This design comes from an exercise in tuning for small area on the open sky130 flow, not from production work.
Only simulation tests tie the RTL to the original design; equivalence was not proved.
Power is estimated from default activity; no workload was simulated.

### config.mk
export PLATFORM = sky130hd
export DESIGN_NAME = tim_servo
export DESIGN_NICKNAME = tim_servo
export VERILOG_FILES = /design/flow/design.v
export SDC_FILE = /design/flow/constraint.sdc
export NUM_CORES = 4
export LEC_CHECK = 0
export CAP_MARGIN = 20
export CORE_MARGIN = 2
export CORE_UTILIZATION = 75
export CTS_BUF_LIST = sky130_fd_sc_hd__clkbuf_4 sky130_fd_sc_hd__clkbuf_8
export SLEW_MARGIN = 20
### constraint.sdc
create_clock -name core_clock -period 20.0 [get_ports {clk}]
set_input_delay 4.0000 -clock core_clock [delete_from_list [all_inputs] [get_ports {clk}]]
set_output_delay 4.0000 -clock core_clock [all_outputs]
set_load 0.01 [all_outputs]
### design.v
module tim_servo (
    input  wire        clk,
    input  wire        rst,
    input  wire [1:0]  mode,         
    input  wire        step_en,
    input  wire [5:0]  kp,           
    input  wire [5:0]  ki,           
    input  wire [31:0] step_thr,     
    input  wire [31:0] clamp_ppb,    
    input  wire [15:0] lock_thr,     
    input  wire [7:0]  lock_n,       
    input  wire [31:0] bias,         
    input  wire        freeze,       
    input  wire        no_step,      
    input  wire        inc_wr,
    input  wire [63:0] inc_wdata,
    input  wire        step_wr,
    input  wire [63:0] step_wdata,
    input  wire        sample_valid,
    input  wire [63:0] sample_off,
    output wire [31:0] tim_ns,
    output wire [31:0] tim_wrap,
    output wire [63:0] tim_inc,
    output wire        clamped,
    output wire        locked,
    output wire        evt_wrap,
    output wire        evt_step,
    output wire [31:0] step_count,
    output wire [31:0] step_rej,
    output wire [31:0] sample_count,
    output wire [31:0] last_step
);
    localparam [44:0] K8 = 45'd18889465931480;
    reg  [95:0] acc;           
    reg  [24:0] inc_q;         
    reg         clamped_q;
    reg  [7:0]  run_q;
    reg         locked_q;
    reg         evt_wrap_q;
    reg         evt_step_q;
    reg  [31:0] step_count_q;
    reg  [31:0] step_rej_q;
    reg  [31:0] sample_count_q;
    reg  [31:0] last_step_q;
    reg  [6:0]  pcnt;          
    reg  [63:0] ring;          
    reg  [31:0] ig;            
    reg         cs;            
    reg         zr, on, h0;    
    reg         gts, cys;      
    reg         gtl, cyl;      
    reg         hs;            
    reg         svstep;        
    reg         inlock;        
    reg         ov;            
    reg         ovneg;         
    reg         nc;            
    reg  [3:0]  pprev;
    reg  [3:0]  iprev;
    reg         nb;            
    reg         uc1, uc2;      
    reg         ufits;         
    reg         us24;          
    reg         usign;         
    reg  [18:0] xq;            
    reg  [2:0]  ccnt;          
    reg  [44:0] macc;          
    genvar gi;
    wire manual   = (mode == 2'd0) || (mode == 2'd3);
    wire assisted = (mode == 2'd2);
    wire pend     = (pcnt != 7'd0);
    wire intake   = sample_valid && !pend;
    wire apply    = (pcnt == 7'd64);
    wire sv_apply = apply && !manual;
    wire upd      = !manual && !(assisted && freeze);
    wire        p1     = pend && (pcnt <= 7'd8);
    wire        p1first = (pcnt == 7'd1);
    wire        p1last = (pcnt == 7'd8);
    wire [2:0]  dn     = pcnt[2:0] - 3'd1;          
    wire [3:0]  oh     = ring[3:0];                  
    wire [3:0]  ot     = ring[35:32];                
    wire [4:0]  isum   = {1'b0, ig[3:0]} + {1'b0, oh} + {4'd0, cs & !p1first};
    wire        c32    = isum[4];
    wire        s31    = isum[3];
    wire        isgn   = ig[3];                      
    wire        tz     = p1first ? (ot[3:1] == 3'd0) : (ot == 4'd0);
    wire        to     = p1first ? (ot[3:1] == 3'b111) : (ot == 4'hF);
    wire        zr_n   = (p1first | zr) & tz;
    wire        on_n   = (p1first | on) & to;
    wire        h0_n   = p1first ? ot[0] : h0;
    reg  [3:0]  td;
    always @(*) begin
        case (dn)
            3'd0: td = step_thr[3:0];
            3'd1: td = step_thr[7:4];
            3'd2: td = step_thr[11:8];
            3'd3: td = step_thr[15:12];
            3'd4: td = step_thr[19:16];
            3'd5: td = step_thr[23:20];
            3'd6: td = step_thr[27:24];
            default: td = step_thr[31:28];
        endcase
    end
    reg  [3:0]  ld;
    always @(*) begin
        case (dn)
            3'd0: ld = lock_thr[3:0];
            3'd1: ld = lock_thr[7:4];
            3'd2: ld = lock_thr[11:8];
            3'd3: ld = lock_thr[15:12];
            default: ld = 4'd0;
        endcase
    end
    wire        gts_p  = gts & !p1first;
    wire        cys_p  = cys & !p1first;
    wire        gtl_p  = gtl & !p1first;
    wire        cyl_p  = cyl & !p1first;
    wire        gts_n  = (oh > td) | ((oh == td) & gts_p);
    wire [4:0]  ssum   = {1'b0, oh} + {1'b0, td} + {4'd0, cys_p};
    wire        gtl_n  = (oh > ld) | ((oh == ld) & gtl_p);
    wire [4:0]  lsum   = {1'b0, oh} + {1'b0, ld} + {4'd0, cyl_p};
    wire        hneg   = ot[3];
    wire        heq0   = zr_n & !h0_n;
    wire        heq1   = zr_n & h0_n;
    wire        heqm1  = on_n & h0_n;
    wire        heqm2  = on_n & !h0_n;
    reg         inrange;
    always @(*) begin
        case ({s31, isgn, c32})
            3'b000: inrange = heq0;      
            3'b001: inrange = heqm1;     
            3'b010: inrange = heq1;      
            3'b011: inrange = heq0;      
            3'b100: inrange = heqm1;     
            3'b101: inrange = heqm2;     
            3'b110: inrange = heq0;      
            default: inrange = heqm1;    
        endcase
    end
    reg         uneg;
    always @(*) begin
        if (heq0)       uneg = isgn & !c32;
        else if (heq1)  uneg = 1'b0;
        else if (heqm1) uneg = !(!isgn & c32);
        else            uneg = hneg;
    end
    wire        absgt_s = hneg ? (!heqm1 | !ssum[4]) : (!heq0 | gts_n);
    wire        absgt_l = hneg ? (!heqm1 | !lsum[4]) : (!heq0 | gtl_n);
    wire        negwin = svstep && (pcnt >= 7'd17) && (pcnt <= 7'd32);
    wire [4:0]  nsum   = {1'b0, ~oh} + {4'd0, (pcnt == 7'd17) | nc};
    wire        uxfer  = pend && !manual && !svstep && (pcnt >= 7'd37) && (pcnt <= 7'd43);
    wire [3:0]  tail   = negwin ? nsum[3:0] : uxfer ? macc[20:17] : oh;
    wire [63:0] ring_delta = {ring[3:0], ring[63:4]};
    wire [6:0]  sst    = {3'd0, kp[5:2]} + 7'd12;            
    wire [6:0]  kdiff  = pcnt - sst;                          
    wire        uwin   = pend && (pcnt >= sst) && (pcnt <= 7'd36);
    wire        ufirst = (pcnt == sst);
    wire [3:0]  ptap   = (pcnt < 7'd19) ? 4'd0 : (pcnt > 7'd34) ? {4{hs}} : ring[59:56];
    wire [7:0]  pwin   = {ptap, pprev};
    wire [3:0]  pdig   = pwin >> kp[1:0];
    wire [6:0]  kis    = 7'd19 + {3'd0, kp[5:2]} - {3'd0, ki[5:2]};
    wire [6:0]  dd7    = pcnt - kis;
    wire        ibef   = (pcnt < kis);
    wire        iin    = !ibef && (dd7 <= 7'd7);
    wire        ilast  = (dd7[2:0] == 3'd7);
    wire [3:0]  iovr   = ovneg ? (ilast ? 4'h8 : 4'h0) : (ilast ? 4'h7 : 4'hF);
    wire [3:0]  ihead  = ov ? iovr : ig[3:0];
    wire [3:0]  icur   = ibef ? 4'd0 : iin ? ihead : {4{ig[31]}};
    wire [7:0]  iwin   = {icur, iprev};
    wire [3:0]  idig   = iwin >> ki[1:0];
    wire        ishift = pend && iin;
    wire        sb     = assisted && bias[31];
    wire [3:0]  braw   = (kdiff < 7'd6) ? macc[3:0] : 4'd0;
    wire [4:0]  bsum   = {1'b0, braw ^ {4{sb}}} + {4'd0, ufirst ? sb : nb};
    wire [3:0]  bdig   = bsum[3:0];
    wire [3:0]  pn     = ~pdig;
    wire [3:0]  in_    = ~idig;
    wire        cin1   = ufirst ? 1'b1 : uc1;
    wire        cin2   = ufirst ? 1'b1 : uc2;
    wire [3:0]  xs     = bdig ^ pn ^ in_;
    wire [3:0]  xc     = (bdig & pn) | (bdig & in_) | (pn & in_);
    wire [4:0]  usum   = {1'b0, xs} + {xc[2:0], cin1} + {4'd0, cin2};
    wire [3:0]  udig   = usum[3:0];
    wire        chg    = (xq != clamp_ppb[18:0]);
    wire        crun   = (ccnt != 3'd5);
    wire [6:0]  bk     = pcnt - sst + 7'd10;                   
    wire        brun   = pend && !manual && (pcnt + 7'd10 >= sst) && (bk <= 7'd16);
    wire        mxfer  = pend && !manual && (pcnt >= 7'd37) && (pcnt <= 7'd43);
    wire        crestart = chg || (rst && pend && !manual) || (pend && !manual && (pcnt == 7'd43));
    wire [19:0] bt;
    wire [18:0] babs;
    assign bt[0] = bias[31];
    generate
        for (gi = 0; gi < 19; gi = gi + 1) begin : bneg
            wire x = bias[gi] ^ bias[31];
            assign babs[gi]  = x ^ bt[gi];
            assign bt[gi+1]  = x & bt[gi];
        end
    endgenerate
    wire [2:0]  dsel   = brun ? bk[2:0] : ccnt;
    wire [19:0] xsrc   = brun ? (assisted ? {1'b0, babs} : 20'd0) : {1'b0, clamp_ppb[18:0]};
    reg  [3:0]  md;
    always @(*) begin
        case (dsel)
            3'd0: md = xsrc[3:0];
            3'd1: md = xsrc[7:4];
            3'd2: md = xsrc[11:8];
            3'd3: md = xsrc[15:12];
            default: md = xsrc[19:16];
        endcase
    end
    wire        mdig   = brun ? (bk <= 7'd4) : !mxfer;
    reg  [48:0] mk;
    always @(*) begin
        case (mdig ? md : 4'd0)
            4'd0: mk = 49'd0;
            4'd1: mk = 49'd18889465931480;
            4'd2: mk = 49'd37778931862960;
            4'd3: mk = 49'd56668397794440;
            4'd4: mk = 49'd75557863725920;
            4'd5: mk = 49'd94447329657400;
            4'd6: mk = 49'd113336795588880;
            4'd7: mk = 49'd132226261520360;
            4'd8: mk = 49'd151115727451840;
            4'd9: mk = 49'd170005193383320;
            4'd10: mk = 49'd188894659314800;
            4'd11: mk = 49'd207784125246280;
            4'd12: mk = 49'd226673591177760;
            4'd13: mk = 49'd245563057109240;
            4'd14: mk = 49'd264452523040720;
            4'd15: mk = 49'd283341988972200;
            default: mk = 49'd0;
        endcase
    end
    wire        mclr   = brun ? (bk == 7'd0) : !mxfer && (ccnt == 3'd0);
    wire [47:0] msum0;
    wire [6:0]  mbc;
    ts_cia #(.W(48), .B(8)) u_madd (.a(mclr ? 48'd0 : {3'd0, macc}), .b(mk[47:0]), .ci(1'b0), .s(msum0), .bc(mbc));
    wire [48:0] msum   = {mk[48] ^ mbc[6], msum0};
    wire [44:0] mnext  = msum[48:4];
    wire [23:0] cc     = macc[43:20];
    wire [24:0] cor;
    assign cor[0] = 1'b0;
    generate
        for (gi = 0; gi < 24; gi = gi + 1) begin : ngc
            assign cor[gi+1] = cor[gi] | cc[gi];
        end
    endgenerate
    wire [24:0] negc   = {cor[24], cc ^ cor[23:0]};
    wire        whi0   = (inc_wdata[63:35] == 29'd0);
    wire        wfits  = whi0 && (inc_wdata[34] ? (inc_wdata[33:24] == 10'd0) : (inc_wdata[33:24] == 10'h3FF));
    wire [24:0] wd25   = {~inc_wdata[34], inc_wdata[23:0]};
    wire        wneg   = whi0 && !inc_wdata[34];
    wire [24:0] u25    = ring[44:20];
    wire [24:0] xv     = sv_apply ? u25 : wd25;
    wire        xfits  = sv_apply ? ufits : wfits;
    wire        xneg   = sv_apply ? usign : wneg;
    wire [24:0] cb1, cb2;
    assign cb1[0] = 1'b0;
    assign cb2[0] = 1'b1;
    generate
        for (gi = 0; gi < 24; gi = gi + 1) begin : cmpc
            assign cb1[gi+1] = (xv[gi] & cc[gi]) | (cb1[gi] & (xv[gi] | cc[gi]));
            assign cb2[gi+1] = (~xv[gi] & cc[gi]) | (cb2[gi] & (~xv[gi] | cc[gi]));
        end
    endgenerate
    wire        below  = xfits ? (xv[24] & ~cb1[24]) : xneg;
    wire        above  = xfits ? (~xv[24] & ~cb2[24]) : !xneg;
    wire [24:0] newinc = below ? negc : above ? {1'b0, cc} : xv;
    wire [63:0] inc64      = {29'd0, ~inc_q[24], {10{inc_q[24]}}, inc_q[23:0]};
    wire        isg        = inc_q[24];
    wire        step_req   = step_wr || (sv_apply && svstep);
    wire [63:0] step_delta = step_wr ? step_wdata : ring_delta;
    wire [32:0] fc;
    wire [31:0] fs;
    assign fc[0] = 1'b0;
    generate
        for (gi = 0; gi < 32; gi = gi + 1) begin : frac
            wire x = acc[gi];
            wire y = (gi < 24) ? inc_q[gi] : isg;
            assign fs[gi]   = x ^ y ^ fc[gi];
            assign fc[gi+1] = (x & y) | (fc[gi] & (x ^ y));
        end
    endgenerate
    wire [63:0] ext    = acc[95:32];
    wire [3:0]  lo3    = {1'b0, ext[2:0]} + {1'b0, ~isg, isg, isg};
    wire [63:0] incout;
    wire [8:0]  incbc;
    ts_inc #(.W(64), .B(8)) u_einc (.a({ext[63:3], 3'b111}), .ci(lo3[3]), .s(incout), .bc(incbc));
    wire [63:0] einc   = {incout[63:3], lo3[2:0]};
    wire        c64;
    ts_cout #(.W(64), .B(8)) u_ref (.a(ext), .b(step_delta), .co(c64));
    wire        step_neg   = step_delta[63] & ~c64;
    wire        step_ok    = step_req && !step_neg;
    wire [63:0] dd         = step_delta & {64{step_ok}};
    wire [63:0] next_ext;
    wire [8:0]  addbc;
    ts_cia #(.W(64), .B(8)) u_add (.a(einc), .b(dd), .ci(fc[32]), .s(next_ext), .bc(addbc));
    wire [95:0] acc_next   = {next_ext, fs};
    wire        wrap_up    = (~dd[63] & ((|dd[62:32]) | incbc[4] | addbc[4])) |
                             ((&dd[63:32]) & incbc[4] & addbc[4]);
    wire        d_pos_big  = !step_delta[63] && (|step_delta[62:31]);
    wire        d_neg_big  = step_delta[63] && !((&step_delta[62:31]) && (|step_delta[30:0]));
    wire [31:0] step_sat   = d_pos_big ? 32'h7FFF_FFFF :
                             d_neg_big ? 32'h8000_0001 : step_delta[31:0];
    wire [31:0] scnt_n, rcnt_n, mcnt_n;
    ts_inc #(.W(32), .B(8)) u_c1 (.a(step_count_q),   .ci(step_ok && !(&step_count_q)),           .s(scnt_n), .bc());
    ts_inc #(.W(32), .B(8)) u_c2 (.a(step_rej_q),     .ci(step_req && step_neg && !(&step_rej_q)), .s(rcnt_n), .bc());
    ts_inc #(.W(32), .B(8)) u_c3 (.a(sample_count_q), .ci(intake && !(&sample_count_q)),          .s(mcnt_n), .bc());
    wire [7:0]  run_inc    = (run_q == 8'hFF) ? run_q : run_q + 8'd1;
    always @(posedge clk) begin
        xq <= clamp_ppb[18:0];
        if (crestart) begin
            ccnt <= 3'd0;
        end else if (crun && !brun && !mxfer) begin
            ccnt <= ccnt + 3'd1;
            macc <= mnext;
        end else if (mxfer) begin
            macc <= mnext;
        end else if (brun) begin
            if (bk >= 7'd10)
                macc <= {udig, mnext[40:0]};
            else
                macc <= mnext;
        end
        if (intake)
            ring <= sample_off;
        else
            ring <= {tail, ring[63:4]};
        if (rst) begin
            acc            <= 96'd0;
            inc_q          <= 25'd0;
            clamped_q      <= 1'b0;
            ig             <= 32'd0;
            run_q          <= 8'd0;
            locked_q       <= 1'b0;
            evt_wrap_q     <= 1'b0;
            evt_step_q     <= 1'b0;
            step_count_q   <= 32'd0;
            step_rej_q     <= 32'd0;
            sample_count_q <= 32'd0;
            last_step_q    <= 32'd0;
            pcnt           <= 7'd0;
        end else begin
            acc          <= acc_next;
            evt_wrap_q   <= wrap_up;
            evt_step_q   <= step_ok;
            step_count_q <= scnt_n;
            step_rej_q   <= rcnt_n;
            sample_count_q <= mcnt_n;
            if (step_ok)
                last_step_q <= step_sat;
            if (inc_wr && manual) begin
                inc_q     <= newinc;
                clamped_q <= below || above;
            end
            if (intake) begin
                pcnt <= 7'd1;
            end else if (pend) begin
                pcnt <= apply ? 7'd0 : pcnt + 7'd1;
            end
            if (p1)
                ig <= {upd ? isum[3:0] : ig[3:0], ig[31:4]};
            else if (ishift)
                ig <= {ihead, ig[31:4]};
            if (sv_apply) begin
                if (svstep) begin
                    ig       <= 32'd0;
                    run_q    <= 8'd0;
                    locked_q <= 1'b0;
                end else begin
                    inc_q     <= newinc;
                    clamped_q <= below || above;
                    if (inlock) begin
                        run_q <= run_inc;
                        if (run_inc >= lock_n)
                            locked_q <= 1'b1;
                    end else begin
                        run_q    <= 8'd0;
                        locked_q <= 1'b0;
                    end
                end
            end
        end
        if (p1) begin
            cs  <= c32;
            zr  <= zr_n;
            on  <= on_n;
            h0  <= h0_n;
            gts <= gts_n;
            cys <= ssum[4];
            gtl <= gtl_n;
            cyl <= lsum[4];
        end
        if (p1last) begin
            hs     <= hneg;
            svstep <= absgt_s && step_en && !(assisted && no_step) && !manual;
            inlock <= !absgt_l;
            ov     <= !inrange && upd;
            ovneg  <= uneg;
        end
        if (negwin)
            nc <= nsum[4];
        pprev <= ptap;
        iprev <= icur;
        if (uwin) begin
            nb  <= bsum[4];
            uc1 <= xc[3];
            uc2 <= usum[4];
            if (kdiff == 7'd6) begin
                ufits <= (udig == 4'h0) || (udig == 4'hF);
                us24  <= udig[0];
            end else if (kdiff > 7'd6) begin
                ufits <= ufits && (udig == {4{us24}});
            end
            usign <= udig[3];
        end
    end
    assign tim_ns       = acc[63:32];
    assign tim_wrap     = acc[95:64];
    assign tim_inc      = inc64;
    assign clamped      = clamped_q;
    assign locked       = locked_q;
    assign evt_wrap     = evt_wrap_q;
    assign evt_step     = evt_step_q;
    assign step_count   = step_count_q;
    assign step_rej     = step_rej_q;
    assign sample_count = sample_count_q;
    assign last_step    = last_step_q;
endmodule
module ts_cia #(parameter W = 64, parameter B = 8) (
    input  wire [W-1:0] a,
    input  wire [W-1:0] b,
    input  wire         ci,
    output wire [W-1:0] s,
    output wire [W/B:0] bc          
);
    localparam NB = W / B;
    wire [W-1:0] s0;
    wire [W-1:0] pa;                
    assign bc[0] = ci;
    genvar k, i;
    generate
        for (k = 0; k < NB; k = k + 1) begin : blk
            wire [B:0] rc;
            assign rc[0] = 1'b0;
            for (i = 0; i < B; i = i + 1) begin : bit_
                wire x = a[k*B+i];
                wire y = b[k*B+i];
                assign s0[k*B+i] = x ^ y ^ rc[i];
                assign rc[i+1]   = (x & y) | (rc[i] & (x ^ y));
                if (i == 0) begin : p0
                    assign pa[k*B] = 1'b1;
                end else begin : pn
                    assign pa[k*B+i] = pa[k*B+i-1] & s0[k*B+i-1];
                end
                assign s[k*B+i] = s0[k*B+i] ^ (bc[k] & pa[k*B+i]);
            end
            wire allone = pa[k*B+B-1] & s0[k*B+B-1];
            assign bc[k+1] = rc[B] | (allone & bc[k]);
        end
    endgenerate
endmodule
module ts_cout #(parameter W = 64, parameter B = 8) (
    input  wire [W-1:0] a,
    input  wire [W-1:0] b,
    output wire         co
);
    localparam NB = W / B;
    wire [NB:0] bc;
    assign bc[0] = 1'b0;
    genvar k, i;
    generate
        for (k = 0; k < NB; k = k + 1) begin : blk
            wire [B:0] g;
            assign g[0] = 1'b0;
            wire [B-1:0] p;
            for (i = 0; i < B; i = i + 1) begin : bit_
                wire x = a[k*B+i];
                wire y = b[k*B+i];
                assign g[i+1] = (x & y) | (g[i] & (x | y));
                assign p[i]   = x | y;
            end
            assign bc[k+1] = g[B] | ((&p) & bc[k]);
        end
    endgenerate
    assign co = bc[NB];
endmodule
module ts_inc #(parameter W = 64, parameter B = 8) (
    input  wire [W-1:0] a,
    input  wire         ci,
    output wire [W-1:0] s,
    output wire [W/B:0] bc
);
    localparam NB = W / B;
    wire [W-1:0] pa;
    assign bc[0] = ci;
    genvar k, i;
    generate
        for (k = 0; k < NB; k = k + 1) begin : blk
            for (i = 0; i < B; i = i + 1) begin : bit_
                if (i == 0) begin : p0
                    assign pa[k*B] = 1'b1;
                end else begin : pn
                    assign pa[k*B+i] = pa[k*B+i-1] & a[k*B+i-1];
                end
                assign s[k*B+i] = a[k*B+i] ^ (bc[k] & pa[k*B+i]);
            end
            assign bc[k+1] = bc[k] & pa[k*B+B-1] & a[k*B+B-1];
        end
    endgenerate
endmodule
### flow/run.sh
#!/bin/bash
set -euo pipefail
bash standard.sh "BUFFER_PORTS_ARGS=-buffer_cell sky130_fd_sc_hd__buf_1" finish > make_finish.log 2>&1
### standard.sh
#!/bin/bash
# synth_recipe.tcl (not shown) runs the flow's synth.tcl, then flattens the netlist and writes it again
# the make line also repeats each setting of config.mk as NAME=value (left out here)
make -C /OpenROAD-flow-scripts/flow DESIGN_CONFIG=/design/flow/config.mk WORK_HOME=/design/flow/orfs CLKGATE_MAP_FILE= SYNTH_SCRIPT=/design/flow/synth_recipe.tcl "${@:-finish}"
==> summary.md, run 1 <==
| Metric | Value |
|---|---|
| Outcome | `timing/DRC/antenna clean` |
| Synth Cell Area | `between 30000 and 40000 µm²` |
| Most common cell in the netlist | `nand2_1` |
| Area contributors post-synth | `dfxtp_1, fa_1, ha_1` |
| Min-Delay Path Depth | `2` |
| Grt met1 use | `0.505` |
| Maxcap violations | `0` |
| CTS sink cnt | `between 400 and 500` |
| Top FF cell, synth | `dfxtp_1` |
| Largest net degree at the start of global routing | `150` |
| Die W | `211 µm` |
| Layout cells sized above 1 | `0.0699` |
| Critical Path Start Type | `flip-flop` |
| Critical path buffer and inverter count | `0` |
| Register bit total from synthesis | `roughly 460` |
| H-tree depth | `3` |
| Area Overhead vs Synth | `11.2%` |
| Routed wire length | `101 mm` |
| Max IR drop VDD | `72.0 µV` |
| Achievable Freq | `roughly 55 MHz` |
| I/O Pins | `just under 600` |
| Vias post-DR | `around 30000` |
| Tot GR Track Use | `0.445` |
| Total grt overflow | `0` |
| Initial antenna violation count | `21` |
| CP top delay family | `adder cells` |
| Die area | `roughly 44000 µm²` |
| Placed instance area | `33900 µm²` |
| CP max FO | `5` |
| Finish-stage setup viols | `0` |
| Final Hold Fails | `0` |
| Sequential power share | `0.389` |
| Grt met2 use | `0.739` |
| DRC errors left | `0` |
| Yosys warns | `1` |
| Remaining antenna violation count | `0` |
| Synth area leader | `dfxtp_1` |
| Starting Density | `0.762` |
| Data arrival time of the worst path | `18.63 ns` |
| Switch Pwr | `approximately 1200 µW` |
| CTS resizes | `0` |
| Std cell rows | `75` |
| Clock Power Share | `0.298` |
| Register area share after synthesis | `0.307` |
| Vias in the first global route | `slightly below 30000` |
| WP data required | `20.56 ns` |
| Pwr dens | `between 80 and 90 nW/µm²` |
| Synthesized area per cell | `8.79 µm²` |
| RD Place Congestion | `0.983` |
| Grt peak-use layer | `met2` |
| Pre-CTS setup slack | `1.94 ns` |
| Asr flop ratio synth | `0` |
| TritonCTS clock tree | `done` |
| Most common cell on crit path | `fa_1` |
| Unrepaired setup endpoints after global routing | `false` |
| Setup TNS | `0 ns` |
| Sw Ratio | `0.372` |
| Crit-path max cell delay | `0.51 ns` |
| Design area | `between 30000 and 40000 µm²` |
| Reg-to-reg slack, setup | `between 1.5 and 2 ns` |
| Hold Crit Class | `reg2reg` |
| FF-to-FF End | `acc[88]` |
| Synth top area share | `0.246` |
| Depth of the most critical reg-to-reg path | `between 40 and 50` |
| Final nets | `around 4800` |
| Vias per inst | `~6.4` |
| DP HPWL | `75.1 mm` |
| Worst Tran Pin Value | `approximately 1.1 ns` |
| Cells after Synth | `between 3000 and 4000` |
| Worst Setup Path Type | `reg2reg` |
| Logic pwr share | `0.314` |
| Clk latency of the worst-skew pair | `between 0.6 and 0.7 ns` |
| CP max stage cell | `fa_1` |
| Worst setup startpoint | `inc_q[0]` |
| Clock slew at reported path FFs | `about 0.06 ns` |
| Netlist cell types | `approximately 100` |
| Initial DRC count | `3390` |
| Area of the core | `about 42000 µm²` |
| P_int | `approximately 2000 µW` |
| Crit. End Element | `flip-flop` |
| Area of the multi-input gates | `20400 µm²` |
| Register Area | `~10000 µm²` |
| Slew HR | `0.276` |
| DIE HEIGHT | `211 µm` |
| Port Buf Inserts | `approximately 540` |
| CTS root buf | `clkbuf_8` |
| DR WL/cell | `about 21 µm` |
| # fillers | `around 2500` |
| HP Start | `ring[54]` |
| Number of buffers created by CTS | `78` |
| Setup repair bufs after CTS | `0` |
| Static Leak | `between 0.01 and 0.015 µW` |
| Worst Skew | `0.0234 ns` |
| First-pass GRT wire length | `156 mm` |
| GR Util met3 | `0.125` |
| Longest Clk Path Bufs | `3` |
| Final period util | `0.904` |
| Post-layout min period | `approximately 18 ns` |
| First-pass DRT Iterations | `8` |
| FF-to-FF Start | `inc_q[0]` |
| Worst hold margin | `0.443 ns` |
| Final slew viol count | `0` |
| Final WS setup | `roughly 1.9 ns` |
| # hold bufs at CTS | `0` |
| Post-synth EDFFs | `65` |
| Most common library cells after synthesis | `nand2_1, dfxtp_1, nor2_1, inv_1, ha_1` |
| Worst hold endpoint | `ring[50]` |
-- cells by family after synthesis --
logic type / synth area share
adders and majority gates: 0.166
and+or+nand+nor: 0.208
buffers and inverters: 0.0619
AOI/OAI and AO/OA: 0.118
xor gates and xnor gates: 0.0745
other: 0.000117
muxes: 0.0647
DFF: 0.307
-- metrics by stage --
stage,util,cells,power [µW]
after CTS,0.846,4702,3100
after detailed placement,0.805,4563,2170
after global placement,0.805,4563,2110
final,0.848,4720,3140
after floorplan,-,3675,1850
after global routing,0.847,4714,3270
-- how the worst max path moves through the flow --
stage	endpoint	depth (start not counted)	slack (ns)
global placement	acc[88]	45	2.41
detailed placement	acc[88]	45	1.94
CTS	acc[88]	45	1.87
floorplan	acc[88]	45	3.15
finish	acc[88]	45	1.92
global route	acc[88]	45	1.33
-- power groups by stage --
stage,sequential [µW],combinational (µW),clock [µW]
CTS,1210,959,935
floorplan,1180,676,0
detailed placement,1220,944,0
global placement,1220,897,0
finish,1220,985,935
global route,1230,1070,975
-- worst register-to-register path: cells and delay by family (launching register included) --
family,cells,cell delay [ns]
and+or+nand+nor,6,0.96
AOI/OAI and AO/OA,6,1.62
adders and majority gates,33,15.09
DFF,1,0.33
-- layout by cell type, fill, tap and decap left out, types with 119 or more instances in the layout --
cell type | Yosys | layout
buf_1 | 9 | 537
nand2_1 | 500 | 499
dfxtp_1 | 394 | 394
nor2_1 | 331 | 330
inv_1 | 211 | 211
ha_1 | 195 | 195
xnor2_1 | 151 | 151
a21oi_1 | 136 | 136
fa_1 | 132 | 132
xor2_1 | 119 | 119
-- per-layer routing --
| layer | up-vias | part of all wire | routed length, µm |
|---|---|---|---|
| met4 | 14 | 0.073 | 7340 |
| met3 | 521 | 0.11 | 10900 |
| met2 | 1953 | 0.47 | 47300 |
| li1 | 13400 | - | - |
| met5 | - | 0.00097 | 98 |
| met1 | 14300 | 0.35 | 35600 |
-- final cells by class --
cell class | instances | share of cell area
Antenna cell | 18 | 0.00126
Clock buffer | 118 | 0.0417
Clock inverter | 21 | 0.00660
Inverter | 212 | 0.0223
Multi-Input combinational cell | 2795 | 0.572
Sequential cell | 459 | 0.276
Tap cell | 539 | 0.0189
Timing Repair Buffer | 558 | 0.0613
-- flip-flops by register name (all words and copies together), names as in the netlist, 3 cells and up --
name / cells
acc: 96
pprev: 4
run_q: 8
pcnt: 7
inc_q: 25
ring: 64
ig: 32
macc: 45
last_step_q: 32
sample_count_q: 32
ccnt: 3
step_count_q: 32
xq: 19
step_rej_q: 32
iprev: 4
==> inputs of run 2 (changes only) <==
--- a/design.v
+++ b/design.v
@@ -32,3 +32,3 @@
 );
-    localparam [44:0] K8 = 45'd18889465931480;
+    localparam [41:0] KU = 42'd2361183241435;
     reg  [95:0] acc;           
@@ -66,3 +66,3 @@
     reg  [2:0]  ccnt;          
-    reg  [44:0] macc;          
+    reg  [41:0] macc;          
     genvar gi;
@@ -151,3 +151,3 @@
     wire        uxfer  = pend && !manual && !svstep && (pcnt >= 7'd37) && (pcnt <= 7'd43);
-    wire [3:0]  tail   = negwin ? nsum[3:0] : uxfer ? macc[20:17] : oh;
+    wire [3:0]  tail   = negwin ? nsum[3:0] : uxfer ? macc[17:14] : oh;
     wire [63:0] ring_delta = {ring[3:0], ring[63:4]};
@@ -172,3 +172,3 @@
     wire        sb     = assisted && bias[31];
-    wire [3:0]  braw   = (kdiff < 7'd6) ? macc[3:0] : 4'd0;
+    wire [3:0]  braw   = (kdiff < 7'd6) ? macc[4:1] : 4'd0;
     wire [4:0]  bsum   = {1'b0, braw ^ {4{sb}}} + {4'd0, ufirst ? sb : nb};
@@ -185,4 +185,4 @@
     wire        crun   = (ccnt != 3'd5);
-    wire [6:0]  bk     = pcnt - sst + 7'd10;                   
-    wire        brun   = pend && !manual && (pcnt + 7'd10 >= sst) && (bk <= 7'd16);
+    wire [6:0]  bk     = pcnt - sst + 7'd9;                    
+    wire        brun   = pend && !manual && (pcnt + 7'd9 >= sst) && (bk <= 7'd15);
     wire        mxfer  = pend && !manual && (pcnt >= 7'd37) && (pcnt <= 7'd43);
@@ -212,22 +212,22 @@
     wire        mdig   = brun ? (bk <= 7'd4) : !mxfer;
-    reg  [48:0] mk;
+    reg  [45:0] mk;
     always @(*) begin
         case (mdig ? md : 4'd0)
-            4'd0: mk = 49'd0;
-            4'd1: mk = 49'd18889465931480;
-            4'd2: mk = 49'd37778931862960;
-            4'd3: mk = 49'd56668397794440;
-            4'd4: mk = 49'd75557863725920;
-            4'd5: mk = 49'd94447329657400;
-            4'd6: mk = 49'd113336795588880;
-            4'd7: mk = 49'd132226261520360;
-            4'd8: mk = 49'd151115727451840;
-            4'd9: mk = 49'd170005193383320;
-            4'd10: mk = 49'd188894659314800;
-            4'd11: mk = 49'd207784125246280;
-            4'd12: mk = 49'd226673591177760;
-            4'd13: mk = 49'd245563057109240;
-            4'd14: mk = 49'd264452523040720;
-            4'd15: mk = 49'd283341988972200;
-            default: mk = 49'd0;
+            4'd0: mk = 46'd0;
+            4'd1: mk = 46'd2361183241435;
+            4'd2: mk = 46'd4722366482870;
+            4'd3: mk = 46'd7083549724305;
+            4'd4: mk = 46'd9444732965740;
+            4'd5: mk = 46'd11805916207175;
+            4'd6: mk = 46'd14167099448610;
+            4'd7: mk = 46'd16528282690045;
+            4'd8: mk = 46'd18889465931480;
+            4'd9: mk = 46'd21250649172915;
+            4'd10: mk = 46'd23611832414350;
+            4'd11: mk = 46'd25973015655785;
+            4'd12: mk = 46'd28334198897220;
+            4'd13: mk = 46'd30695382138655;
+            4'd14: mk = 46'd33056565380090;
+            4'd15: mk = 46'd35417748621525;
+            default: mk = 46'd0;
         endcase
@@ -237,6 +237,5 @@
     wire [6:0]  mbc;
-    ts_cia #(.W(48), .B(8)) u_madd (.a(mclr ? 48'd0 : {3'd0, macc}), .b(mk[47:0]), .ci(1'b0), .s(msum0), .bc(mbc));
-    wire [48:0] msum   = {mk[48] ^ mbc[6], msum0};
-    wire [44:0] mnext  = msum[48:4];
-    wire [23:0] cc     = macc[43:20];
+    ts_cia #(.W(48), .B(8)) u_madd (.a(mclr ? 48'd0 : {6'd0, macc}), .b({2'd0, mk}), .ci(1'b0), .s(msum0), .bc(mbc));
+    wire [41:0] mnext  = msum0[45:4];
+    wire [23:0] cc     = macc[40:17];
     wire [24:0] cor;
@@ -320,4 +319,4 @@
         end else if (brun) begin
-            if (bk >= 7'd10)
-                macc <= {udig, mnext[40:0]};
+            if (bk >= 7'd9)
+                macc <= {udig, mnext[37:0]};
             else
--- a/config.mk
+++ b/config.mk
@@ -7,6 +7,8 @@
 export LEC_CHECK = 0
+export ABC_AREA = 1
 export CAP_MARGIN = 20
 export CORE_MARGIN = 2
-export CORE_UTILIZATION = 75
-export CTS_BUF_LIST = sky130_fd_sc_hd__clkbuf_4 sky130_fd_sc_hd__clkbuf_8
+export CORE_UTILIZATION = 65
+export CTS_CLUSTER_DIAMETER = 45
+export CTS_CLUSTER_SIZE = 30
 export SLEW_MARGIN = 20
==> summary.md, run 2 <==
| Metric | Value |
|---|---|
| HP Start | `ring[53]` |
| Final Hold Fails | `0` |
| Tot GR Track Use | `0.374` |
| Post-synth EDFFs | `62` |
| CTS root buf | `clkbuf_16` |
| Post-Synth Adder-Cell Area | `0.163` |
| Largest register FFs | `96` |
| Longest Clk Path Bufs | `3` |
| Netlist cell types | `68` |
| Logic pwr share | `0.318` |
| First-pass DRT Iterations | `6` |
| Synth Cell Area | `a little over 30000 µm²` |
| Commonest non-fill, non-tap cell in the layout | `nand2_1` |
| # fillers | `roughly 3900` |
| Die area | `around 50000 µm²` |
| DRC errors left | `0` |
| DP HPWL | `74.0 mm` |
| DR WL/cell | `17.8 µm` |
| Most common cell in the netlist | `nand2_1` |
| Register bit total from synthesis | `456` |
| Synth area leader | `dfxtp_1` |
| Worst setup startpoint | `inc_q[0]` |
| Outcome | `timing/DRC/antenna clean` |
| Critical Path Start Type | `flip-flop` |
| Post-layout min period | `~18 ns` |
| Depth of the most critical reg-to-reg path | `73` |
| P_int | `1960 µW` |
| Mux cell area share after synthesis | `0.00262` |
| Area contributors post-synth | `dfxtp_1, nand2_1, fa_1` |
| Vias in the first global route | `27700` |
| Largest net degree at the start of global routing | `between 80 and 90` |
| Worst Setup Path Type | `reg2reg` |
| Final period util | `0.909` |
| Total grt overflow | `0` |
| CP max FO | `8` |
| CP endpoint | `acc[88]` |
| Die W | `between 200 and 250 µm` |
| WP data required | `about 20 ns` |
| Layout cells sized above 1 | `0.0563` |
| Sw Ratio | `0.398` |
| Vias post-DR | `~30000` |
| Area Overhead vs Synth | `13.0%` |
| Simple-Gate Fraction of Synth Area | `0.239` |
| Pwr dens | `around 90 nW/µm²` |
| Slew HR | `0.296` |
| First-pass GRT wire length | `147 mm` |
| Register area share after synthesis | `0.314` |
| Final slew viol count | `0` |
| Vias per inst | `approximately 5.6` |
| Maxcap violations | `0` |
| Yosys warns | `1` |
| Routed wire length | `94.8 mm` |
| CTS resizes | `0` |
| Most common library cells after synthesis | `nand2_1, inv_1, nor2_1, dfxtp_1, o21ai_0` |
| CTS sink cnt | `approximately 460` |
| Register Area | `around 9700 µm²` |
| Static Leak | `0.0162 µW` |
| Top reg by flops | `acc` |
| Area of the core | `47400 µm²` |
| Finish-stage setup viols | `0` |
| Cells after Synth | `~4200` |
| Std cell rows | `80` |
| Clk latency of the worst-skew pair | `0.63 ns` |
| Data arrival time of the worst path | `approximately 19 ns` |
| H-tree depth | `2` |
| Most common cell on crit path | `fa_1` |
| TritonCTS clock tree | `done` |
| Unrepaired setup endpoints after global routing | `false` |
| DIE HEIGHT | `around 220 µm` |
| Initial DRC count | `2430` |
| Initial antenna violation count | `11` |
| Setup repair bufs after CTS | `0` |
| Most frequent cells in the layout | `nand2_1, inv_1, buf_1` |
| Synth top area share | `0.254` |
| Max IR drop VDD | `between 70 and 80 µV` |
| Area of the multi-input gates | `18000 µm²` |
| Port Buf Inserts | `between 500 and 600` |
| Cell Count, Final, Fillers Out | `between 5000 and 6000` |
| Worst Skew | `between 0.03 and 0.04 ns` |
| Achievable Freq | `roughly 55 MHz` |
| RD Place Congestion | `0.996` |
| Clock slew at reported path FFs | `approximately 0.07 ns` |
| Hold Crit Class | `reg2reg` |
| FF-to-FF Start | `inc_q[0]` |
| CP max stage cell | `fa_1` |
| Remaining antenna violation count | `0` |
| Largest family of logic cells by synthesized area | `simple AND/OR/NAND/NOR gates` |
| Asr flop ratio synth | `0` |
| Starting Density | `0.654` |
| Reg-to-reg slack, setup | `1.82 ns` |
| Compound-Gate Fraction of Synth Area | `0.129` |
| Setup TNS | `0 ns` |
| Worst Tran Pin Value | `1.04 ns` |
| Clock Power Share | `0.306` |
| Synthesized area per cell | `7.39 µm²` |
| I/O Pins | `between 500 and 600` |
| # hold bufs at CTS | `0` |
| Crit-path max cell delay | `0.52 ns` |
| Biggest regs | `acc: 96 flops, ring: 64 flops, macc: 42 flops` |
| Synth Area in XOR/XNOR | `0.0426` |
| Sequential power share | `0.376` |
| Switch Pwr | `1290 µW` |
| Final nets | `~5300` |
| Crit. End Element | `flip-flop` |
| Number of buffers created by CTS | `53` |
| Top FF cell, synth | `dfxtp_1` |
| Placed insts | `about 5200` |
| FF-to-FF End | `acc[88]` |
run 2: cell count changes after synthesis, moves of 48 or more:
cell	previous run	this run
inv_1	211	654
nand2_1	500	747
o21ai_0	110	320
nor2_1	331	470
nor2b_1	110	0
xnor2_1	151	46
nand3_1	96	198
mux2i_1	106	7
a21oi_1	136	230
mux2_2	72	1
or2_2	6	65
and2_1	50	2
run 2: how the worst min path moves through the flow:
stage	to	slack (ns)	cells after the start
floorplan	ring[0]	0.42	2
global placement	ring[45]	0.42	2
detailed placement	ring[45]	0.43	2
CTS	ring[45]	0.45	2
global route	ring[7]	0.48	2
finish	ring[49]	0.45	2
run 2: metal layers:
metal	vias to the layer above	global-route usage	wire length [µm]
met5	-	0	26
met4	4	0.158	4020
met3	223	0.0707	8700
met2	1232	0.616	43600
met1	13900	0.484	38500
li1	14400	-	-
run 2: logic make-up after synthesis:
kind of cell	Yosys count
adders and majority gates	327
buffers and inverters	844
muxes	8
DFF	456
xor gates and xnor gates	151
other	1
and+or+nand+nor	1695
AOI/OAI and AO/OA	719
run 2: power by group through the flow:
| stage | combinational (µW) | sequential, µW | clock, µW |
|---|---|---|---|
| 2_1_floorplan | 694 | 1200 | 0 |
| 3_3_place_gp | 985 | 1230 | 0 |
| 3_5_place_dp | 1010 | 1230 | 0 |
| 4_1_cts | 1020 | 1220 | 1000 |
| 5_1_grt | 1160 | 1230 | 1030 |
| 6_report | 1030 | 1220 | 994 |
run 2: worst max-delay path: cells and delay by family (launching register included):
family / cells / cell delay, ns
AO/OA/AOI/OAI: 1 / 0.07
AND/OR/NAND/NOR: 38 / 2.68
buffers and inverters: 1 / 0.05
flip-flops: 1 / 0.33
adder cells (fa/ha/maj): 33 / 14.93
run 2: cell type report:
class                      instances  share of cell area
timing repair buffer             564              0.0632
multi-input combinational       2929               0.514
inverter                         661              0.0708
tap                              615              0.0219
clock inverter                    45              0.0127
clock buffer                      55              0.0386
sequential                       456               0.278
antenna                           13            0.000928
run 2: through the flow:
step | utilization | worst slack (ns) | hold slack [ns] | instance area (µm²) | total power (µW)
final | 0.739 | 1.82 | 0.447 | 35100 | 3250
after global routing | 0.739 | 0.983 | 0.476 | 35000 | 3420
after CTS | 0.738 | 1.75 | 0.448 | 35000 | 3230
after detailed placement | 0.700 | 1.82 | 0.434 | 33200 | 2240
after global placement | 0.700 | 1.96 | 0.425 | 33200 | 2220
after floorplan | - | 2.70 | 0.421 | 31200 | 1890
==> inputs of run 3 (changes only) <==
--- a/config.mk
+++ b/config.mk
@@ -11,4 +11,2 @@
 export CORE_UTILIZATION = 65
-export CTS_CLUSTER_DIAMETER = 45
-export CTS_CLUSTER_SIZE = 30
 export SLEW_MARGIN = 20
==> summary.md, run 3 <==
| Metric | Value |
|---|---|
| Outcome | `timing/DRC/antenna clean` |
| # hold bufs at CTS | `0` |
| Area Overhead vs Synth | `12.3%` |
| Largest register FFs | `between 90 and 100` |
| Maxcap violations | `0` |
| Starting Density | `0.654` |
| Hold Crit Class | `reg2reg` |
| Register bit total from synthesis | `~460` |
| CTS sink cnt | `about 460` |
| Layout cells sized above 1 | `0.0517` |
| Initial antenna violation count | `10` |
| Vias in the first global route | `27700` |
| CP max stage cell | `fa_1` |
| Clk latency of the worst-skew pair | `around 0.6 ns` |
| Most common library cells after synthesis | `nand2_1, inv_1, nor2_1, dfxtp_1, o21ai_0` |
| Die area | `49500 µm²` |
| Top reg by flops | `acc` |
| Final period util | `0.908` |
| Vias per inst | `roughly 5.6` |
| Final core utilization | `0.735` |
| I/O Pins | `around 590` |
| Data arrival time of the worst path | `roughly 19 ns` |
| DP HPWL | `74.0 mm` |
| Critical Path Start Type | `flip-flop` |
| Final slew viol count | `0` |
| CTS root buf | `clkbuf_16` |
| First-pass GRT wire length | `between 100 and 150 mm` |
| Post-layout min period | `between 15 and 20 ns` |
| Most frequent cells in the layout | `nand2_1, inv_1, buf_1` |
| Remaining antenna violation count | `0` |
| Number of buffers created by CTS | `slightly below 50` |
| Crit. End Element | `flip-flop` |
| Synth area leader | `dfxtp_1` |
| Final Hold Fails | `0` |
| TritonCTS clock tree | `done` |
| Post-synth EDFFs | `62` |
| Most common cell in the netlist | `nand2_1` |
| Slew HR | `0.314` |
| Setup TNS | `0 ns` |
| Vias post-DR | `29700` |
| Std cell rows | `80` |
| Worst Skew | `~0.017 ns` |
| Design area | `~35000 µm²` |
| Netlist cell types | `68` |
| First-pass DRT Iterations | `6` |
| Port Buf Inserts | `approximately 540` |
| Achievable Freq | `roughly 55 MHz` |
| Final nets | `between 5000 and 6000` |
| DR WL/cell | `17.7 µm` |
| Commonest non-fill, non-tap cell in the layout | `nand2_1` |
| Unrepaired setup endpoints after global routing | `false` |
| Top FF cell, synth | `dfxtp_1` |
| WP data required | `slightly above 20 ns` |
| RD Place Congestion | `roughly 1.0` |
| Routed wire length | `about 94 mm` |
| Final WS setup | `between 1.5 and 2 ns` |
| Synth Cell Area | `between 30000 and 40000 µm²` |
| Finish-stage setup viols | `0` |
| DIE HEIGHT | `about 220 µm` |
| Pre-CTS setup slack | `~1.8 ns` |
| Register area share after synthesis | `0.314` |
| Max IR drop VDD | `~73 µV` |
| H-tree depth | `2` |
| Clock slew at reported path FFs | `around 0.060 ns` |
| CTS resizes | `0` |
| Largest net degree at the start of global routing | `84` |
| Synthesized area per cell | `between 7 and 8 µm²` |
| CP max FO | `8` |
| Initial DRC count | `around 2800` |
| Longest Clk Path Bufs | `3` |
| Biggest regs | `acc: 96 flops, ring: 64 flops, macc: 42 flops` |
| Crit-path max cell delay | `between 0.5 and 0.6 ns` |
| Area contributors post-synth | `dfxtp_1, nand2_1, fa_1` |
| Asr flop ratio synth | `0` |
| DRC errors left | `0` |
| Most common cell on crit path | `fa_1` |
| Total grt overflow | `0` |
| Tot GR Track Use | `0.374` |
| Yosys warns | `1` |
| Synth top area share | `0.254` |
| Die W | `223 µm` |
| Pwr dens | `90.9 nW/µm²` |
| # fillers | `about 4000` |
| Cells after Synth | `about 4200` |
| Placed instance area | `about 33000 µm²` |
| Worst Tran Pin Value | `1.02 ns` |
| Worst Setup Path Type | `reg2reg` |
| Area of the core | `approximately 47000 µm²` |
| Static Leak | `0.0161 µW` |
| Setup repair bufs after CTS | `0` |
==> run 3: cell counts after synthesis <==
No cell type changed its count.
==> run 3: logic make-up (layout without fill, tap and decap cells) <==
| logic type | count (synthesis) | in the layout | share of synthesized area |
|---|---|---|---|
| AND/OR/NAND/NOR | 1695 | 1695 | 0.239 |
| flip-flops | 456 | 456 | 0.314 |
| buffers and inverters | 844 | 1316 | 0.110 |
| multiplexers | 8 | 8 | 0.00262 |
| adder cells (fa/ha/maj) | 327 | 327 | 0.163 |
| XOR/XNOR | 151 | 151 | 0.0426 |
| AO/OA/AOI/OAI | 719 | 719 | 0.129 |
| other | 1 | 39 | 0.000121 |
==> run 3: final timing paths <==
| path | cells past startpoint | startpoint | slack [ns] | to |
|---|---|---|---|---|
| worst max-delay path | 73 | inc_q[0] | 1.85 | acc[88] |
| worst min-delay path | 2 | ring[11] | 0.45 | ring[7] |
| worst max register to register | 73 | inc_q[0] | 1.85 | acc[88] |
| worst min register to register | 2 | ring[11] | 0.45 | ring[7] |
==> run 3: through the flow <==
step / power (µW) / cells / hold slack (ns)
6_report: 3170 / 5326 / 0.448
5_1_grt: 3340 / 5321 / 0.475
4_1_cts: 3150 / 5316 / 0.448
3_5_place_dp: 2240 / 5225 / 0.434
3_3_place_gp: 2220 / 5225 / 0.425
2_1_floorplan: 1890 / 4229 / 0.421
==> run 3: power breakdown <==
| group | internal, µW | total, µW | leakage, µW | switching (µW) |
|---|---|---|---|---|
| combinational | 349 | 1030 | 0.0115 | 682 |
| sequential | 1070 | 1220 | 0.00380 | 147 |
| clock | 523 | 915 | 0.000789 | 392 |
==> run 3: critical path: cells and delay by family (launching register included) <==
kind | cells | cell delay [ns]
buffers and inverters | 1 | 0.05
and+or+nand+nor | 38 | 2.68
DFF | 1 | 0.32
adders and majority gates | 33 | 14.92
AOI/OAI and AO/OA | 1 | 0.07
==> run 3: cell type report <==
class,count,area (µm²),area share
Sequential cell,456,9750,0.280
Inverter,661,2480,0.0712
Multi-Input combinational cell,2929,18000,0.517
Clock buffer,70,1390,0.0397
Antenna cell,10,25.0,0.000718
Tap cell,615,769,0.0221
Timing Repair Buffer,564,2220,0.0636
Clock inverter,21,216,0.00621
==> run 3: layer usage <==
metal / track usage / part of all wire / vias to the layer above
met3: 0.0723 / 0.091 / 230
met5: 0 / 0.00028 / -
li1: - / - / 14400
met4: 0.154 / 0.042 / 4
met1: 0.485 / 0.41 / 13700
met2: 0.615 / 0.46 / 1315
==> inputs of run 4 (changes only) <==
--- a/config.mk
+++ b/config.mk
@@ -11,2 +11,4 @@
 export CORE_UTILIZATION = 65
+export CTS_CLUSTER_DIAMETER = 60
+export CTS_CLUSTER_SIZE = 24
 export SLEW_MARGIN = 20
==> summary.md, run 4 <==
| Metric | Value |
|---|---|
| Placed instance area | `about 33000 µm²` |
| Vias post-DR | `29600` |
| Most frequent cells in the layout | `nand2_1, inv_1, buf_1` |
| Area of the core | `approximately 47000 µm²` |
| CTS root buf | `clkbuf_16` |
| Cell Count, Final, Fillers Out | `5308` |
| Final slew viol count | `0` |
| Asr flop ratio synth | `0` |
| Largest net degree at the start of global routing | `84` |
| Clock Power Share | `0.264` |
| Final core utilization | `0.729` |
| Setup TNS | `0 ns` |
| Synth top area share | `0.254` |
| Slew HR | `0.334` |
| Critical Path Start Type | `flip-flop` |
| Longest Clk Path Bufs | `3` |
| Sw Ratio | `0.405` |
| Logic pwr share | `0.337` |
| Max IR drop VDD | `about 71 µV` |
| Post-layout min period | `about 18 ns` |
| Netlist cell types | `~70` |
| Placed insts | `5225` |
| H-tree depth | `2` |
| Remaining antenna violation count | `0` |
| Switch Pwr | `about 1200 µW` |
| Final Hold Fails | `0` |
| CP max FO | `8` |
| RD Place Congestion | `between 0.9 and 1` |
| Most common cell on crit path | `fa_1` |
| Top reg by flops | `acc` |
| Cells after Synth | `roughly 4200` |
| Pwr dens | `88.5 nW/µm²` |
| Data arrival time of the worst path | `~19 ns` |
| Reg-to-reg slack, setup | `between 1.5 and 2 ns` |
| Final nets | `5312` |
| CP max stage cell | `fa_1` |
| Unrepaired setup endpoints after global routing | `false` |
| First-pass GRT wire length | `between 100 and 150 mm` |
| CTS resizes | `0` |
| Starting Density | `0.654` |
| Maxcap violations | `0` |
| Clk latency of the worst-skew pair | `around 0.59 ns` |
| Worst Tran Pin Value | `between 0.9 and 1 ns` |
| Total grt overflow | `0` |
| Worst Setup Path Type | `reg2reg` |
| Setup repair bufs after CTS | `0` |
| Die W | `between 200 and 250 µm` |
| Register bit total from synthesis | `between 400 and 500` |
| Die area | `between 40000 and 50000 µm²` |
| Area Overhead vs Synth | `11.4%` |
| DRC errors left | `0` |
| Yosys warns | `1` |
| First-pass DRT Iterations | `7` |
| Register area share after synthesis | `0.314` |
| Hold Crit Class | `reg2reg` |
| Biggest regs | `acc: 96 flops, ring: 64 flops, macc: 42 flops` |
| Synth Cell Area | `between 30000 and 40000 µm²` |
| P_int | `approximately 1800 µW` |
| Achievable Freq | `55.0 MHz` |
| Post-synth EDFFs | `62` |
| Tot GR Track Use | `0.373` |
| Top FF cell, synth | `dfxtp_1` |
| Initial DRC count | `~2700` |
| Area contributors post-synth | `dfxtp_1, nand2_1, fa_1` |
| Initial antenna violation count | `12` |
| Vias per inst | `approximately 5.6` |
| Vias in the first global route | `approximately 27000` |
| TritonCTS clock tree | `done` |
| Finish-stage setup viols | `0` |
| Number of buffers created by CTS | `39` |
| Design area | `34600 µm²` |
| Most common library cells after synthesis | `nand2_1, inv_1, nor2_1, dfxtp_1, o21ai_0` |
| Crit. End Element | `flip-flop` |
| Static Leak | `between 0.015 and 0.02 µW` |
| Outcome | `timing/DRC/antenna clean` |
| # hold bufs at CTS | `0` |
| Port Buf Inserts | `roughly 540` |
| Crit-path max cell delay | `between 0.5 and 0.6 ns` |
| Synth area leader | `dfxtp_1` |
| DIE HEIGHT | `between 200 and 250 µm` |
| Synthesized area per cell | `roughly 7.4 µm²` |
| DR WL/cell | `approximately 18 µm` |
| Commonest non-fill, non-tap cell in the layout | `nand2_1` |
| Most common cell in the netlist | `nand2_1` |
| Sequential power share | `0.399` |
| Clock slew at reported path FFs | `about 0.080 ns` |
| DP HPWL | `74.0 mm` |
| Worst Skew | `about 0.026 ns` |
| Layout cells sized above 1 | `0.0500` |
| Final period util | `0.909` |
| Largest register FFs | `between 90 and 100` |
| Total design power | `3060 µW` |
| Routed wire length | `around 94 mm` |
| WP data required | `just over 20 ns` |
| I/O Pins | `594` |
| Std cell rows | `80` |
| CTS sink cnt | `around 460` |
## run 4: cell counts after synthesis
Identical to the previous run, type by type.
## run 4: worst max-delay path, delay by kind of cell (launching register included)
kind,cells,cell delay [ns]
and+or+nand+nor,38,2.65
AOI/OAI and AO/OA,1,0.07
DFF,1,0.33
buffers and inverters,1,0.05
adders and majority gates,33,14.94
## run 4: final cells by class
type | instances | area (µm²)
inverters | 661 | 2480
flip-flops and latches | 456 | 9750
multi-input cells | 2929 | 18000
diodes | 12 | 30.0
well taps | 615 | 769
clock inverters | 28 | 302
fillers | 3986 | 12800
repair buffers | 564 | 2220
clock buffers | 43 | 1030
## run 4: power groups by stage
stage	sequential [µW]	combinational, µW	clock [µW]
after floorplan	1200	694	0
after global placement	1230	985	0
after detailed placement	1230	1010	0
after CTS	1210	1020	813
after global routing	1230	1150	849
final	1220	1030	809
## run 4: worst paths after layout
kind / from / to / cells after the start
worst max-delay path: inc_q[0] / acc[88] / 73
worst min-delay path: ring[53] / ring[49] / 2
worst max register to register: inc_q[0] / acc[88] / 73
worst min register to register: ring[53] / ring[49] / 2
## run 4: layer usage
metal	track usage	wire, µm	vias up
li1	-	-	14400
met1	0.486	38600	13800
met2	0.614	43200	1221
met3	0.0682	8370	204
met4	0.149	3940	4
met5	0	26	-
## run 4: logic make-up (layout without fill, tap and decap cells)
logic type               Yosys count  after routing  synth area share
flip-flops                       456            456             0.314
AND/OR/NAND/NOR                 1695           1695             0.239
AO/OA/AOI/OAI                    719            719             0.129
multiplexers                       8              8           0.00262
buffers and inverters            844           1296             0.110
other                              1             41          0.000121
XOR/XNOR                         151            151            0.0426
adder cells (fa/ha/maj)          327            327             0.163
## run 4: per-stage QoR
step | setup slack, ns | hold slack [ns]
floorplan | 2.70 | 0.421
global placement | 1.96 | 0.425
detailed placement | 1.82 | 0.434
CTS | 1.73 | 0.450
global route | 0.983 | 0.478
finish | 1.83 | 0.451

-- separate check: timing with driven ports --
In the flow no input, the clock included, has a driving cell. The finished layouts below were timed again as built, in two steps. Step 1 sets driving cells, clkbuf_16 on the clock port and buf_2 on the other inputs (assumed; they add their load-dependent delay and slew). Step 2, shift: input delay + t, output delay - t, t = (earliest + latest rising clock arrival at the registers) / 2. This alone moves slack from input paths to output paths. a / b / c = ideal / step 1 / step 2; a / b = the first two.
run | t (ns) | setup slack, ns | worst setup path at the end
run 1 | 0.726 | 1.924 / 1.924 / 1.924 | register to register
run 2 | 0.673 | 1.816 / 1.816 / 1.816 | register to register
run 3 | 0.655 | 1.850 / 1.850 / 1.850 | register to register
run 4 | 0.639 | 1.826 / 1.826 / 1.826 | register to register
After both steps setup and hold are still met in every run listed.
